Background: an optimization exercise with open tools, aiming at small area and a short achievable clock period. Do not read the settings as production practice. In this exercise RTL edits were held to simulation tests only and were not proved equivalent to the original. Power is estimated from default activity; no workload was simulated.

v6:
Design drain_convert, start of the top module:
module drain_convert (
    input  wire         clk,
    input  wire         rst,
    input  wire         in_valid,
    input  wire [31:0]  in_acc,
    input  wire         in_acc_int,
    input  wire [3:0]   in_ofmt,
    input  wire         in_sat,
    input  wire         in_mask,
    input  wire [127:0] in_cb,
    output reg          out_valid,
    output reg  [31:0]  out_data,
    output reg          out_sat,
    output reg          out_nan
);
    localparam [2:0] T_G4 = 3'd0, T_I32 = 3'd6, T_FP32 = 3'd7;
    reg         r_valid;
    reg [31:0]  r_acc;
    reg         r_acc_int;
    reg [2:0]   r_ofmt;
    reg         r_sat;
    reg         r_mask;
    reg [127:0] r_cb;
    always @(posedge clk) begin
        if (rst) r_valid <= 1'b0;
        else     r_valid <= in_valid;
        r_acc     <= in_acc;
        r_acc_int <= in_acc_int;
        r_ofmt    <= in_ofmt[2:0];
        r_sat     <= in_sat;
        r_mask    <= in_mask;
        r_cb      <= in_cb;
    end
    wire [31:0] nrm_w, g4_w;
    wire        nrm_rb, nrm_st;
    wire        g4_below, g4_hsat, g4_nan;
    dc_i2f_norm u_nrm (.a(r_acc), .f(nrm_w), .rb(nrm_rb), .st(nrm_st));
    dc_g4_find  u_g4f (.acc(r_acc), .acc_int(r_acc_int), .mask(r_mask), .cb(r_cb),
                       .w(g4_w), .below(g4_below), .hi_sat(g4_hsat), .nan(g4_nan));
    reg [31:0] c1_w;
    reg [2:0]  c1_fmt;
    reg        c1_x, c1_i, c1_rb, c1_st;
    always @* begin
        c1_fmt = r_ofmt;
        c1_x   = r_sat;
        c1_i   = 1'b0;
        c1_rb  = 1'b0;
        c1_st  = 1'b0;
        if (r_ofmt == T_G4) begin
  ...
For scale: roughly 280 flip-flops, ~210 I/O pins.
Settings: LEC_CHECK=0, ABC_AREA=1, CAP_MARGIN=75, CORE_MARGIN=2, CORE_UTILIZATION=55, PLACE_DENSITY=0.7, SLEW_MARGIN=75; clock period 20.0 ns.
standard.sh (not shown) runs the stock make flow with config.mk's settings and CLKGATE_MAP_FILE= SYNTH_SCRIPT=/design/flow/synth_recipe.tcl, a recipe that flattens the netlist after the stock synthesis.
==> flow/flow/run.sh <==
#!/bin/bash
# The standard layout, with each port buffered by the smallest buffer cell
# instead of the default choice.
set -euo pipefail
export BUFFER_PORTS_ARGS="-buffer_cell sky130_fd_sc_hd__buf_1"
bash standard.sh finish > standard_flow.log 2>&1
Looking at the reports, v6 completed the entire flow and the layout it produced met the timing, DRC and antenna checks.
Changes in v7 relative to v6:
-- flow/design.v --
<<< v6, line 41
        end
        lz = z16[1] ? {1'b1, l16[3:0]} : {1'b0, l16[7:4]};
        n = mag;
        if (lz[4]) n = n << 16;
        if (lz[3]) n = n << 8;
        if (lz[2]) n = n << 4;
        if (lz[1]) n = n << 2;
        if (lz[0]) n = n << 1;
        rb = 1'b0;
        st = 1'b0;
        for (k = 0; k < 8; k = k + 1) begin
            rb = rb | ((lz == k) & mag[7 - k]);
            if (k < 7) st = st | ((lz == k) & lo[6 - k]);
        end
        e = (z16[1] && z16[0]) ? 8'd0 : 8'd158 - {3'd0, lz};
        f = {s, e, n[30:8]};
>>> v7, line 41
        end
        lz = z16[1] ? {1'b1, l16[3:0]} : {1'b0, l16[7:4]};
        n  = mag << lz;
        rb = 1'b0;
        st = 1'b0;
        for (k = 0; k < 8; k = k + 1)
            if (lz == k) begin
                rb = mag[7 - k];
                if (k < 7) st = lo[6 - k];
            end
        e = (z16[1] && z16[0]) ? 8'd0 : 8'd158 - {3'd0, lz};
        f = {s, e, n[30:8]};
<<< v6, line 61
    input  wire        rb,
    input  wire        st,
    output reg  [24:0] sig,
    output reg  [31:0] v
);
    reg        inc, hid;
    reg [23:0] al;             
    integer    i, k;
    always @* begin
        hid = f[30:23] != 8'd0;
        inc = rb & (st | f[0]);
        al  = {hid, f[22:0]};
        for (k = 0; k < 5; k = k + 1)
            for (i = 0; i < 24; i = i + 1)
                if ((i >> k) & 1)
                    al[i] = al[i] & al[((i >> k) << k) - 1];
        sig[0] = f[0] ^ inc;
        for (i = 1; i < 23; i = i + 1)
            sig[i] = f[i] ^ (inc & al[i-1]);
        sig[23] = hid ^ (inc & al[22]);
        sig[24] = inc & al[23];
        v = {f[31], f[30:23] + {7'd0, sig[24]}, sig[22:0]};
    end
endmodule
>>> v7, line 57
    input  wire        rb,
    input  wire        st,
    output reg  [31:0] v
);
    reg        inc;
    reg [30:0] al;             
    integer    i, k;
    always @* begin
        inc = rb & (st | f[0]);
        al = f[30:0];
        for (k = 0; k < 5; k = k + 1)
            for (i = 0; i < 31; i = i + 1)
                if ((i >> k) & 1)
                    al[i] = al[i] & al[((i >> k) << k) - 1];
        v[31] = f[31];
        v[0]  = f[0] ^ inc;
        for (i = 1; i < 31; i = i + 1)
            v[i] = f[i] ^ (inc & al[i-1]);
    end
endmodule
<<< v6, line 180
module dc_align (
    input  wire [31:0] v,
    input  wire [24:0] vsig,
    input  wire [2:0]  fmt,
    output reg  [31:0] w
>>> v7, line 172
module dc_align (
    input  wire [31:0] v,
    input  wire        vrb,
    input  wire        vst,
    input  wire [2:0]  fmt,
    output reg  [31:0] w
<<< v6, line 187
    reg         s, hid, is_nan, is_inf;
    reg  [7:0]  ex, ex1, eb;
    reg  [24:0] sig, t, pre;
    reg  [3:0]  sh;
    reg         sub, ov1, ov2, e4m;
>>> v7, line 180
    reg         s, hid, is_nan, is_inf;
    reg  [7:0]  ex, ex1, eb;
    reg  [23:0] al;            
    reg  [24:0] sig, t, pre;
    reg         inc;
    reg  [3:0]  sh;
    reg         sub, ov1, ov2, e4m;
<<< v6, line 195
        ex     = v[30:23];
        hid    = ex != 8'd0;
        sig    = vsig;
        ex1    = {ex[7:1], ex[0] | !hid};
        is_nan = (ex == 8'hFF) && (v[22:0] != 23'd0);
>>> v7, line 190
        ex     = v[30:23];
        hid    = ex != 8'd0;
        inc = vrb & (vst | v[0]);
        al  = {hid, v[22:0]};
        for (k = 0; k < 5; k = k + 1)
            for (i = 0; i < 24; i = i + 1)
                if ((i >> k) & 1)
                    al[i] = al[i] & al[((i >> k) << k) - 1];
        sig[0] = v[0] ^ inc;
        for (i = 1; i < 23; i = i + 1)
            sig[i] = v[i] ^ (inc & al[i-1]);
        sig[23] = hid ^ (inc & al[22]);
        sig[24] = inc & al[23];
        ex1    = {ex[7:1], ex[0] | !hid};
        is_nan = (ex == 8'hFF) && (v[22:0] != 23'd0);
<<< v6, line 483
    wire        g4_sat;
    wire        v_nan = (p_w[30:23] == 8'hFF) && (p_w[22:0] != 23'd0);
    wire [24:0] vsig;
    dc_i2f_round u_rnd (.f(p_w), .rb(p_rb), .st(p_st), .sig(vsig), .v(v));
    dc_g4_pick   u_g4p (.w(p_w), .below(p_rb), .hi_sat(p_x), .code(g4_code), .sat(g4_sat));
    dc_align     u_aln (.v(p_w), .vsig(vsig), .fmt(p_fmt), .w(aln_w));
    reg [31:0] c2_w;
    reg        c2_x;
>>> v7, line 488
    wire        g4_sat;
    wire        v_nan = (p_w[30:23] == 8'hFF) && (p_w[22:0] != 23'd0);
    dc_i2f_round u_rnd (.f(p_w), .rb(p_rb), .st(p_st), .v(v));
    dc_g4_pick   u_g4p (.w(p_w), .below(p_rb), .hi_sat(p_x), .code(g4_code), .sat(g4_sat));
    dc_align     u_aln (.v(p_w), .vrb(p_rb), .vst(p_st), .fmt(p_fmt), .w(aln_w));
    reg [31:0] c2_w;
    reg        c2_x;
Results
Comparing v6 and v7, the lower post-route core utilization is on v7. v6 vs v7, highest-power group: sequential cells vs combinational cells. Compared with v6, v7 shows a synthesized area that is about 3% higher. v7: all stages complete, timing, DRC and antenna checks passed. On wire length after detailed routing, the higher figure sits with v7, not v6. Re final design instance area without fill: v7 is about 2.2% up on v6. v7 vs. v6: site row count rose about 1.4%; power share of the combinational group grew by 1.6 points; effective utilization at floorplan about even; post-route total power up 0.77%; via count went up.

re-timing with driven ports:
How much do the figures lean on ideal ports? The routed layouts below were timed once more, with nothing changed but the port constraints. Step 1 assumes that a clkbuf_16 drives the clock port and a buf_2 every other input. Step 2 adds t to the input delays and takes it off the output delays; t is the mean of the earliest and latest rising clock arrival at the registers after step 1. Input paths then give back, and output paths get back, about the clock's delay inside the block. Slacks: no drivers / after step 1 / after step 2; pairs: no drivers / after step 1.
run | t (ns) | setup WS [ns] | worst register clock-pin slew, ns
v6 | 0.617 | 14.933 / 14.877 / 14.976 | 0.07 / 0.07
v7 | 0.635 | 14.931 / 14.873 / 14.951 | 0.07 / 0.07
After both steps every run listed still meets setup and hold.
